This design comes from an exercise in tuning for small area, a short achievable clock period and few clock cycles per item on the open sky130 flow, not from production work.
RTL that was checked went through simulation tests only; none was proved equivalent to the original.
Power figures rest on the tool's default switching activity, not on a simulated workload.

==> job 9069 <==
## spindle_lane
module spindle_lane (
    input  wire        clk,
    input  wire        rst,
    input  wire        in_valid,
    output wire        in_ready,
    input  wire [2:0]  in_op,
    input  wire        in_acc,
    input  wire [15:0] in_a,
    input  wire [1:0]  in_a_tag,
    input  wire [15:0] in_b,
    input  wire [1:0]  in_b_tag,
    input  wire [3:0]  in_shift,
    input  wire        in_i32,
    output reg         out_valid,
    output reg  [31:0] out_data,
    output reg  [1:0]  out_tag,
    output reg         out_cond_valid,
    output reg  [1:0]  out_cond
);
    localparam [2:0] OP_CLR   = 3'd0;
    localparam [2:0] OP_ADD   = 3'd1;
    localparam [2:0] OP_SUB   = 3'd2;
    localparam [2:0] OP_MAC   = 3'd3;
    localparam [2:0] OP_MSUB  = 3'd4;
    localparam [2:0] OP_CMP   = 3'd5;
    localparam [2:0] OP_SIGN  = 3'd6;
    localparam [2:0] OP_STORE = 3'd7;
    assign in_ready = 1'b1;
    reg        a_v;
  ...
clock: 12.0 ns
lec_check: 0
cap_margin: 20
core_margin: 2
core_utilization: 40
slew_margin: 20
run.sh (not shown) runs the stock make flow with config.mk's settings and CLKGATE_MAP_FILE= SYNTH_SCRIPT=/design/flow/synth_recipe.tcl, a recipe that flattens the netlist after the stock synthesis.
==> job 4235: changes against job 9069 <==
--- a/flow/design.v
+++ b/flow/design.v
@@ -22,61 +22,64 @@
     localparam [2:0] OP_SUB   = 3'd2;
     localparam [2:0] OP_MAC   = 3'd3;
     localparam [2:0] OP_MSUB  = 3'd4;
     localparam [2:0] OP_CMP   = 3'd5;
     localparam [2:0] OP_SIGN  = 3'd6;
     localparam [2:0] OP_STORE = 3'd7;
     assign in_ready = 1'b1;
+    wire in_addsub = (in_op == OP_ADD) | (in_op == OP_SUB);
+    wire in_flip   = (in_op == OP_ADD) | (in_op == OP_MSUB);
+    wire [16:0] bx = {in_b, 1'b0};
+    wire [7:0]  d_one, d_two, d_neg;
+    genvar gi;
+    generate
+        for (gi = 0; gi < 8; gi = gi + 1) begin : g_booth
+            wire b2 = bx[2*gi+2];
+            wire b1 = bx[2*gi+1];
+            wire b0 = bx[2*gi];
+            wire one_b = b1 ^ b0;
+            wire two_b = (b2 & ~b1 & ~b0) | (~b2 & b1 & b0);
+            if (gi == 7) begin : g_top
+                assign d_one[gi] = one_b & ~in_addsub;
+                assign d_two[gi] = two_b | in_addsub;
+                assign d_neg[gi] = (b2 | in_addsub) ^ in_flip;
+            end else begin : g_low
+                assign d_one[gi] = one_b & ~in_addsub;
+                assign d_two[gi] = two_b & ~in_addsub;
+                assign d_neg[gi] = (b2 & ~in_addsub) ^ in_flip;
+            end
+        end
+    endgenerate
     reg        a_v;
     reg [2:0]  a_op;
     reg        a_acc;
-    reg [15:0] a_a, a_b;
+    reg [15:0] a_a;
+    reg [7:0]  bone, btwo, bneg;
     reg        a_ainv, a_binv;
     reg [3:0]  a_shift;
     reg        a_i32;
     always @(posedge clk) begin
         a_v     <= in_valid & ~rst;
         a_op    <= in_op;
         a_acc   <= in_acc;
         a_a     <= in_a;
-        a_b     <= in_b;
+        bone    <= d_one;
+        btwo    <= d_two;
+        bneg    <= d_neg;
         a_ainv  <= in_a_tag[1];
         a_binv  <= in_b_tag[1];
         a_shift <= in_shift;
         a_i32   <= in_i32;
     end
     wire is_add  = (a_op == OP_ADD);
     wire is_sub  = (a_op == OP_SUB);
     wire is_mac  = (a_op == OP_MAC);
     wire is_msub = (a_op == OP_MSUB);
-    wire addsub  = is_add | is_sub;
-    wire flip    = is_add | is_msub;
-    wire [16:0] bx = {a_b, 1'b0};
     wire [16:0] ax = {a_a[15], a_a};      
-    wire [7:0]  bone, btwo, bneg;
     wire [16:0] pp0, pp1, pp2, pp3, pp4, pp5, pp6, pp7;
-    genvar gi;
-    generate
-        for (gi = 0; gi < 8; gi = gi + 1) begin : g_booth
-            wire b2 = bx[2*gi+2];
-            wire b1 = bx[2*gi+1];
-            wire b0 = bx[2*gi];
-            wire one_b = b1 ^ b0;
-            wire two_b = (b2 & ~b1 & ~b0) | (~b2 & b1 & b0);
-            if (gi == 7) begin : g_top
-                assign bone[gi] = one_b & ~addsub;
-                assign btwo[gi] = two_b | addsub;
-                assign bneg[gi] = (b2 | addsub) ^ flip;
-            end else begin : g_low
-                assign bone[gi] = one_b & ~addsub;
-                assign btwo[gi] = two_b & ~addsub;
-                assign bneg[gi] = (b2 & ~addsub) ^ flip;
-            end
-        end
-    endgenerate
     function [16:0] ppsel(input one, input two, input neg, input [16:0] m);
         ppsel = (({17{one}} & m) | ({17{two}} & {m[15:0], 1'b0})) ^ {17{neg}};
     endfunction
     assign pp0 = ppsel(bone[0], btwo[0], bneg[0], ax);
     assign pp1 = ppsel(bone[1], btwo[1], bneg[1], ax);
     assign pp2 = ppsel(bone[2], btwo[2], bneg[2], ax);
     assign pp3 = ppsel(bone[3], btwo[3], bneg[3], ax);
@@ -309,44 +312,52 @@
     wire fc90 = (~pp6[16] & pp7[14]) | (~pp6[16] & hc17) | (pp7[14] & hc17);
     wire hs20 = pp7[15] ^ 1'b1;
     wire hc20 = pp7[15] & 1'b1;
     assign ps = {1'b1, 1'b1, 1'b1, 1'b1, 1'b1, 1'b1, 1'b1, 1'b1, 1'b1, 1'b1, ~pp7[16], hs20, fs90, fs89, fs88, fs87, fs86, fs85, fs84, fs83, fs82, fs81, fs80, fs79, fs78, fs77, fs76, fs75, fs74, fs73, fs72, fs71, fs70, fs69, fs68, fs67, fs66, hs19, hs18, pp0[1], pp0[0]};
     assign pc = {1'b0, 1'b0, 1'b0, 1'b0, 1'b0, 1'b0, 1'b0, 1'b0, 1'b0, 1'b0, hc20, fc90, fc89, fc88, fc87, fc86, fc85, fc84, fc83, fc82, fc81, fc80, fc79, fc78, fc77, fc76, fc75, fc74, fc73, fc72, fc71, fc70, fc69, fc68, fc67, fc66, hc19, hc18, bneg[1], 1'b0, bneg[0]};
     wire reads_inv = a_ainv | ((is_mac | is_msub) & a_binv);
     reg        b_arith, b_clr, b_cmp, b_sign, b_store;
-    reg        b_acc, b_inv;
+    reg        b_inv;
     reg [3:0]  b_shift;
     reg        b_i32;
     reg [40:0] b_ps, b_pc;
     always @(posedge clk) begin
         b_arith <= a_v & ~rst & (is_add | is_sub | is_mac | is_msub);
         b_clr   <= a_v & ~rst & (a_op == OP_CLR);
         b_cmp   <= a_v & ~rst & (a_op == OP_CMP);
         b_sign  <= a_v & ~rst & (a_op == OP_SIGN);
         b_store <= a_v & ~rst & (a_op == OP_STORE);
-        b_acc   <= a_acc;
         b_inv   <= reads_inv;
         b_shift <= a_shift;
         b_i32   <= a_i32;
         b_ps    <= ps;
         b_pc    <= pc;
     end
-    reg [40:0] acc0, acc1;
-    reg [1:0]  acc_guard, acc_gneg, acc_inv;
-    wire [40:0] x = b_acc ? acc1 : acc0;
-    wire [40:0] y = b_acc ? acc0 : acc1;
-    wire x_gr  = b_acc ? acc_guard[1] : acc_guard[0];
-    wire y_gr  = b_acc ? acc_guard[0] : acc_guard[1];
-    wire x_gn  = b_acc ? acc_gneg[1]  : acc_gneg[0];
-    wire x_inv = b_acc ? acc_inv[1]   : acc_inv[0];
-    wire y_inv = b_acc ? acc_inv[0]   : acc_inv[1];
-    wire x_guard = x_gr | (x[40] ^ x[39]);
-    wire y_guard = y_gr | (y[40] ^ y[39]);
-    wire x_gneg  = x_gr ? x_gn : x[40];
-    wire [40:0] sum = x + b_ps + b_pc;
+    reg [40:0] xr, yr;
+    reg        xr_g, xr_gn, xr_inv;    
+    reg        yr_g, yr_gn, yr_inv;    
+    reg        xmap;
+    reg        rst_q;
+    wire [40:0] x = xr;
+    wire [40:0] y = yr;
+    wire x_inv = xr_inv;
+    wire y_inv = yr_inv;
+    wire x_guard = xr_g | (x[40] ^ x[39]);
+    wire y_guard = yr_g | (y[40] ^ y[39]);
+    wire x_gneg  = xr_g ? xr_gn : x[40];
+    wire [30:0] cs_s = x[30:0] ^ b_ps[30:0] ^ b_pc[30:0];
+    wire [30:0] cs_c = (x[30:0] & b_ps[30:0]) | (x[30:0] & b_pc[30:0]) |
+                       (b_ps[30:0] & b_pc[30:0]);
+    wire [31:0] lo   = {1'b0, cs_s} + {1'b0, cs_c[29:0], 1'b0};
+    wire [9:0]  x_hi = x[40:31];
+    wire [9:0]  hi_m = x_hi - 10'd1;
+    wire [9:0]  hi_p = x_hi + 10'd1;
+    wire [9:0]  hi_a = cs_c[30] ? x_hi : hi_m;    
+    wire [9:0]  hi_b = cs_c[30] ? hi_p : x_hi;    
+    wire [40:0] sum  = {lo[31] ? hi_b : hi_a, lo[30:0]};
     wire        sx     = x[40];
     wire [40:0] yy     = sx ? y : ~y;
     wire [41:0] cz     = {x[40], x} + {yy[40], yy};
     wire        cmp_gt = sx ? cz[41] : ~cz[41];
     wire        x_zero = (x == 41'd0);
     wire [3:0]         sk = {b_shift[3], ~b_shift[2:0]};
     wire signed [31:0] xs = x[39:8];
@@ -372,38 +383,39 @@
             st_data = 32'hffff_8000;
             st_tag  = {x_inv, 1'b1};
         end else begin
             st_data = {{16{v[15]}}, v[15:0]};
             st_tag  = {x_inv, 1'b0};
         end
     end
-    wire wr0 = ~b_acc & (b_arith | b_clr);
-    wire wr1 =  b_acc & (b_arith | b_clr);
-    wire [40:0] acc_new = b_clr ? 41'd0 : sum;
+    wire        keep  = ~b_clr & ~rst_q;         
+    wire        nx_g  = keep & (b_arith ? x_guard : xr_g);
+    wire        nx_gn = keep & (b_arith ? x_gneg  : xr_gn);
+    wire        nx_inv = keep & (xr_inv | (b_arith & b_inv));
+    wire [40:0] nx_hold = keep ? xr : 41'd0;
+    wire [40:0] ny      = rst_q ? 41'd0 : yr;
+    wire        ny_g    = ~rst_q & yr_g;
+    wire        ny_gn   = ~rst_q & yr_gn;
+    wire        ny_inv  = ~rst_q & yr_inv;
+    wire same    = (a_acc == xmap);              
+    wire add_x   =  same & b_arith & ~rst_q;     
+    wire add_y   = ~same & b_arith & ~rst_q;     
+    wire [40:0] xr_alt = same ? nx_hold : ny;
+    wire [40:0] yr_alt = same ? ny : nx_hold;
     always @(posedge clk) begin
-        if (rst) begin
-            acc0      <= 41'd0;
-            acc1      <= 41'd0;
-            acc_guard <= 2'b00;
-            acc_gneg  <= 2'b00;
-            acc_inv   <= 2'b00;
-        end else begin
-            if (wr0) begin
-                acc0         <= acc_new;
-                acc_guard[0] <= ~b_clr & x_guard;
-                acc_gneg[0]  <= ~b_clr & x_gneg;
-                acc_inv[0]   <= ~b_clr & (x_inv | b_inv);
-            end
-            if (wr1) begin
-                acc1         <= acc_new;
-                acc_guard[1] <= ~b_clr & x_guard;
-                acc_gneg[1]  <= ~b_clr & x_gneg;
-                acc_inv[1]   <= ~b_clr & (x_inv | b_inv);
-            end
-        end
+        rst_q  <= rst;
+        xmap   <= a_acc;
+        xr     <= add_x ? sum : xr_alt;
+        yr     <= add_y ? sum : yr_alt;
+        xr_g   <= same ? nx_g   : ny_g;
+        xr_gn  <= same ? nx_gn  : ny_gn;
+        xr_inv <= same ? nx_inv : ny_inv;
+        yr_g   <= same ? ny_g   : nx_g;
+        yr_gn  <= same ? ny_gn  : nx_gn;
+        yr_inv <= same ? ny_inv : nx_inv;
     end
     always @(posedge clk) begin
         out_valid      <= ~rst & (b_cmp | b_sign | b_store);
         out_data       <= st_data;
         out_tag        <= st_tag;
         out_cond_valid <= b_cmp ? ~(x_guard | x_inv | y_guard | y_inv)
                                 : ~(x_guard | x_inv);
==> flow/flow/run.sh (new file) <==
#!/bin/bash
# The standard layout (standard.sh: ORFS synthesis to finish), with
# these make settings on top:
#  - CTS_*: clock-tree clustering;
set -euo pipefail
bash standard.sh SETUP_SLACK_MARGIN=8.5 CORE_UTILIZATION=70 PLACE_DENSITY=0.78 CTS_CLUSTER_SIZE=25 CTS_CLUSTER_DIAMETER=200 'BUFFER_PORTS_ARGS=-buffer_cell sky130_fd_sc_hd__buf_1' finish > standard.log 2>&1
==> flow/standard.sh (new file) <==
#!/bin/bash
# synth_recipe.tcl (not shown) runs the flow's synth.tcl, then flattens the netlist and writes it again
# the make line also repeats each setting of config.mk as NAME=value (left out here)
make -C /OpenROAD-flow-scripts/flow DESIGN_CONFIG=/design/flow/config.mk WORK_HOME=/design/flow/orfs CLKGATE_MAP_FILE= SYNTH_SCRIPT=/design/flow/synth_recipe.tcl "${@:-finish}"
removed: flow/run.sh
==> job 6291: changes against job 9069 <==
--- a/flow/design.v
+++ b/flow/design.v
@@ -22,61 +22,64 @@
     localparam [2:0] OP_SUB   = 3'd2;
     localparam [2:0] OP_MAC   = 3'd3;
     localparam [2:0] OP_MSUB  = 3'd4;
     localparam [2:0] OP_CMP   = 3'd5;
     localparam [2:0] OP_SIGN  = 3'd6;
     localparam [2:0] OP_STORE = 3'd7;
     assign in_ready = 1'b1;
+    wire in_addsub = (in_op == OP_ADD) | (in_op == OP_SUB);
+    wire in_flip   = (in_op == OP_ADD) | (in_op == OP_MSUB);
+    wire [16:0] bx = {in_b, 1'b0};
+    wire [7:0]  d_one, d_two, d_neg;
+    genvar gi;
+    generate
+        for (gi = 0; gi < 8; gi = gi + 1) begin : g_booth
+            wire b2 = bx[2*gi+2];
+            wire b1 = bx[2*gi+1];
+            wire b0 = bx[2*gi];
+            wire one_b = b1 ^ b0;
+            wire two_b = (b2 & ~b1 & ~b0) | (~b2 & b1 & b0);
+            if (gi == 7) begin : g_top
+                assign d_one[gi] = one_b & ~in_addsub;
+                assign d_two[gi] = two_b | in_addsub;
+                assign d_neg[gi] = (b2 | in_addsub) ^ in_flip;
+            end else begin : g_low
+                assign d_one[gi] = one_b & ~in_addsub;
+                assign d_two[gi] = two_b & ~in_addsub;
+                assign d_neg[gi] = (b2 & ~in_addsub) ^ in_flip;
+            end
+        end
+    endgenerate
     reg        a_v;
     reg [2:0]  a_op;
     reg        a_acc;
-    reg [15:0] a_a, a_b;
+    reg [15:0] a_a;
+    reg [7:0]  bone, btwo, bneg;
     reg        a_ainv, a_binv;
     reg [3:0]  a_shift;
     reg        a_i32;
     always @(posedge clk) begin
         a_v     <= in_valid & ~rst;
         a_op    <= in_op;
         a_acc   <= in_acc;
         a_a     <= in_a;
-        a_b     <= in_b;
+        bone    <= d_one;
+        btwo    <= d_two;
+        bneg    <= d_neg;
         a_ainv  <= in_a_tag[1];
         a_binv  <= in_b_tag[1];
         a_shift <= in_shift;
         a_i32   <= in_i32;
     end
     wire is_add  = (a_op == OP_ADD);
     wire is_sub  = (a_op == OP_SUB);
     wire is_mac  = (a_op == OP_MAC);
     wire is_msub = (a_op == OP_MSUB);
-    wire addsub  = is_add | is_sub;
-    wire flip    = is_add | is_msub;
-    wire [16:0] bx = {a_b, 1'b0};
     wire [16:0] ax = {a_a[15], a_a};      
-    wire [7:0]  bone, btwo, bneg;
     wire [16:0] pp0, pp1, pp2, pp3, pp4, pp5, pp6, pp7;
-    genvar gi;
-    generate
-        for (gi = 0; gi < 8; gi = gi + 1) begin : g_booth
-            wire b2 = bx[2*gi+2];
-            wire b1 = bx[2*gi+1];
-            wire b0 = bx[2*gi];
-            wire one_b = b1 ^ b0;
-            wire two_b = (b2 & ~b1 & ~b0) | (~b2 & b1 & b0);
-            if (gi == 7) begin : g_top
-                assign bone[gi] = one_b & ~addsub;
-                assign btwo[gi] = two_b | addsub;
-                assign bneg[gi] = (b2 | addsub) ^ flip;
-            end else begin : g_low
-                assign bone[gi] = one_b & ~addsub;
-                assign btwo[gi] = two_b & ~addsub;
-                assign bneg[gi] = (b2 & ~addsub) ^ flip;
-            end
-        end
-    endgenerate
     function [16:0] ppsel(input one, input two, input neg, input [16:0] m);
         ppsel = (({17{one}} & m) | ({17{two}} & {m[15:0], 1'b0})) ^ {17{neg}};
     endfunction
     assign pp0 = ppsel(bone[0], btwo[0], bneg[0], ax);
     assign pp1 = ppsel(bone[1], btwo[1], bneg[1], ax);
     assign pp2 = ppsel(bone[2], btwo[2], bneg[2], ax);
     assign pp3 = ppsel(bone[3], btwo[3], bneg[3], ax);
@@ -309,43 +312,42 @@
     wire fc90 = (~pp6[16] & pp7[14]) | (~pp6[16] & hc17) | (pp7[14] & hc17);
     wire hs20 = pp7[15] ^ 1'b1;
     wire hc20 = pp7[15] & 1'b1;
     assign ps = {1'b1, 1'b1, 1'b1, 1'b1, 1'b1, 1'b1, 1'b1, 1'b1, 1'b1, 1'b1, ~pp7[16], hs20, fs90, fs89, fs88, fs87, fs86, fs85, fs84, fs83, fs82, fs81, fs80, fs79, fs78, fs77, fs76, fs75, fs74, fs73, fs72, fs71, fs70, fs69, fs68, fs67, fs66, hs19, hs18, pp0[1], pp0[0]};
     assign pc = {1'b0, 1'b0, 1'b0, 1'b0, 1'b0, 1'b0, 1'b0, 1'b0, 1'b0, 1'b0, hc20, fc90, fc89, fc88, fc87, fc86, fc85, fc84, fc83, fc82, fc81, fc80, fc79, fc78, fc77, fc76, fc75, fc74, fc73, fc72, fc71, fc70, fc69, fc68, fc67, fc66, hc19, hc18, bneg[1], 1'b0, bneg[0]};
     wire reads_inv = a_ainv | ((is_mac | is_msub) & a_binv);
     reg        b_arith, b_clr, b_cmp, b_sign, b_store;
-    reg        b_acc, b_inv;
+    reg        b_inv;
     reg [3:0]  b_shift;
     reg        b_i32;
     reg [40:0] b_ps, b_pc;
     always @(posedge clk) begin
         b_arith <= a_v & ~rst & (is_add | is_sub | is_mac | is_msub);
         b_clr   <= a_v & ~rst & (a_op == OP_CLR);
         b_cmp   <= a_v & ~rst & (a_op == OP_CMP);
         b_sign  <= a_v & ~rst & (a_op == OP_SIGN);
         b_store <= a_v & ~rst & (a_op == OP_STORE);
-        b_acc   <= a_acc;
         b_inv   <= reads_inv;
         b_shift <= a_shift;
         b_i32   <= a_i32;
         b_ps    <= ps;
         b_pc    <= pc;
     end
-    reg [40:0] acc0, acc1;
-    reg [1:0]  acc_guard, acc_gneg, acc_inv;
-    wire [40:0] x = b_acc ? acc1 : acc0;
-    wire [40:0] y = b_acc ? acc0 : acc1;
-    wire x_gr  = b_acc ? acc_guard[1] : acc_guard[0];
-    wire y_gr  = b_acc ? acc_guard[0] : acc_guard[1];
-    wire x_gn  = b_acc ? acc_gneg[1]  : acc_gneg[0];
-    wire x_inv = b_acc ? acc_inv[1]   : acc_inv[0];
-    wire y_inv = b_acc ? acc_inv[0]   : acc_inv[1];
-    wire x_guard = x_gr | (x[40] ^ x[39]);
-    wire y_guard = y_gr | (y[40] ^ y[39]);
-    wire x_gneg  = x_gr ? x_gn : x[40];
+    reg [40:0] xr, yr;
+    reg        xr_g, xr_gn, xr_inv;    
+    reg        yr_g, yr_gn, yr_inv;    
+    reg        xmap;
+    reg        rst_q;
+    wire [40:0] x = xr;
+    wire [40:0] y = yr;
+    wire x_inv = xr_inv;
+    wire y_inv = yr_inv;
+    wire x_guard = xr_g | (x[40] ^ x[39]);
+    wire y_guard = yr_g | (y[40] ^ y[39]);
+    wire x_gneg  = xr_g ? xr_gn : x[40];
     wire [40:0] sum = x + b_ps + b_pc;
     wire        sx     = x[40];
     wire [40:0] yy     = sx ? y : ~y;
     wire [41:0] cz     = {x[40], x} + {yy[40], yy};
     wire        cmp_gt = sx ? cz[41] : ~cz[41];
     wire        x_zero = (x == 41'd0);
     wire [3:0]         sk = {b_shift[3], ~b_shift[2:0]};
@@ -372,38 +374,39 @@
             st_data = 32'hffff_8000;
             st_tag  = {x_inv, 1'b1};
         end else begin
             st_data = {{16{v[15]}}, v[15:0]};
             st_tag  = {x_inv, 1'b0};
         end
     end
-    wire wr0 = ~b_acc & (b_arith | b_clr);
-    wire wr1 =  b_acc & (b_arith | b_clr);
-    wire [40:0] acc_new = b_clr ? 41'd0 : sum;
+    wire        keep  = ~b_clr & ~rst_q;         
+    wire        nx_g  = keep & (b_arith ? x_guard : xr_g);
+    wire        nx_gn = keep & (b_arith ? x_gneg  : xr_gn);
+    wire        nx_inv = keep & (xr_inv | (b_arith & b_inv));
+    wire [40:0] nx_hold = keep ? xr : 41'd0;
+    wire [40:0] ny      = rst_q ? 41'd0 : yr;
+    wire        ny_g    = ~rst_q & yr_g;
+    wire        ny_gn   = ~rst_q & yr_gn;
+    wire        ny_inv  = ~rst_q & yr_inv;
+    wire same    = (a_acc == xmap);              
+    wire add_x   =  same & b_arith & ~rst_q;     
+    wire add_y   = ~same & b_arith & ~rst_q;     
+    wire [40:0] xr_alt = same ? nx_hold : ny;
+    wire [40:0] yr_alt = same ? ny : nx_hold;
     always @(posedge clk) begin
-        if (rst) begin
-            acc0      <= 41'd0;
-            acc1      <= 41'd0;
-            acc_guard <= 2'b00;
-            acc_gneg  <= 2'b00;
-            acc_inv   <= 2'b00;
-        end else begin
-            if (wr0) begin
-                acc0         <= acc_new;
-                acc_guard[0] <= ~b_clr & x_guard;
-                acc_gneg[0]  <= ~b_clr & x_gneg;
-                acc_inv[0]   <= ~b_clr & (x_inv | b_inv);
-            end
-            if (wr1) begin
-                acc1         <= acc_new;
-                acc_guard[1] <= ~b_clr & x_guard;
-                acc_gneg[1]  <= ~b_clr & x_gneg;
-                acc_inv[1]   <= ~b_clr & (x_inv | b_inv);
-            end
-        end
+        rst_q  <= rst;
+        xmap   <= a_acc;
+        xr     <= add_x ? sum : xr_alt;
+        yr     <= add_y ? sum : yr_alt;
+        xr_g   <= same ? nx_g   : ny_g;
+        xr_gn  <= same ? nx_gn  : ny_gn;
+        xr_inv <= same ? nx_inv : ny_inv;
+        yr_g   <= same ? ny_g   : nx_g;
+        yr_gn  <= same ? ny_gn  : nx_gn;
+        yr_inv <= same ? ny_inv : nx_inv;
     end
     always @(posedge clk) begin
         out_valid      <= ~rst & (b_cmp | b_sign | b_store);
         out_data       <= st_data;
         out_tag        <= st_tag;
         out_cond_valid <= b_cmp ? ~(x_guard | x_inv | y_guard | y_inv)
                                 : ~(x_guard | x_inv);
==> flow/flow/run.sh (new file) <==
#!/bin/bash
set -euo pipefail
bash standard.sh SETUP_SLACK_MARGIN=8.6 finish > standard.log 2>&1
==> flow/standard.sh (new file) <==
#!/bin/bash
# synth_recipe.tcl (not shown) runs the flow's synth.tcl, then flattens the netlist and writes it again
# the make line also repeats each setting of config.mk as NAME=value (left out here)
make -C /OpenROAD-flow-scripts/flow DESIGN_CONFIG=/design/flow/config.mk WORK_HOME=/design/flow/orfs CLKGATE_MAP_FILE= SYNTH_SCRIPT=/design/flow/synth_recipe.tcl "${@:-finish}"
removed: flow/run.sh
==> comparison table <==
	job 6291	job 9069	job 4235
Comb group	3.58 mW	2.84 mW	2.83 mW
Number of vias in the routed layout	15.4k	15.3k	14.7k
Crit path top cell by count	sky130_fd_sc_hd__inv_2	sky130_fd_sc_hd__fa_1	sky130_fd_sc_hd__a21o_1
Placeable core area	45600 um^2	46600 um^2	25300 um^2
Simple-Gate Fraction of Synth Area	11.0%	11.7%	10.4%
Met3 layer usage reported by global route	3.34%	2.99%	5.05%
Internal Power	3.23 mW	2.81 mW	2.45 mW
Non-clock buffer share of cell area	5.80%	5.18%	3.00%
Critical path depth in cells	16	9	10
Status	no timing/DRC/antenna violations	no timing/DRC/antenna violations	no timing/DRC/antenna violations
Number of buffers created by CTS	29	30	14
Final period utilization	29.9%	47.2%	28.5%
Share of cells above drive strength 1	15.8%	8.72%	9.44%
Biggest fanout along the worst timing path	2	18	7
Timing endpoint of the critical path	xr[39]	b_ps[14]	yr[38]
Yosys top cell area share	27.2%	25.7%	28.0%
Min cycle time layout	3.59 ns	5.66 ns	3.42 ns
Sequential share of power	20.8%	22.2%	26.4%
Wire length the detailed router placed on met1	23200 um	22500 um	18000 um
Worst R2R End	xr[39]	b_ps[14]	yr[38]
Testbench counts of job 4235, summed over its fixed seeds: cycles 24,103, items 24,079.
For job 9069 and job 6291, only the layout was checked, not whether the RTL still works.

re-timing with driven ports:
How much do the figures lean on ideal ports? The routed layouts below were timed once more, with nothing changed but the port constraints. Step 1 sets driving cells, clkbuf_16 on the clock port and buf_2 on the other inputs (assumed; they add their load-dependent delay and slew). Step 2 times the ports against the registers' clock, not the clock port: input delays grow and output delays shrink by t, the midpoint of the rising clock arrivals with the driver on. Slacks: ideal ports / drivers / drivers and shift; pairs: ideal ports / drivers.
run	t, ns	setup slack, ns	hold slack, ns	worst setup path at the end	clock arrival spread, ns
job 9069	0.639	6.336 / 6.336 / 6.336	0.328 / 0.328 / 0.328	register to register	0.029 / 0.029
job 4235	0.536	8.582 / 8.565 / 8.106	0.340 / 0.340 / 0.340	input to register	0.030 / 0.031
job 6291	0.613	8.413 / 8.413 / 8.163	0.326 / 0.326 / 0.326	input to register	0.036 / 0.036
After both steps every run listed still meets setup and hold. The setup slack of job 4235, which loses most, moves by -0.017 ns with the drivers and by -0.476 ns with both steps.
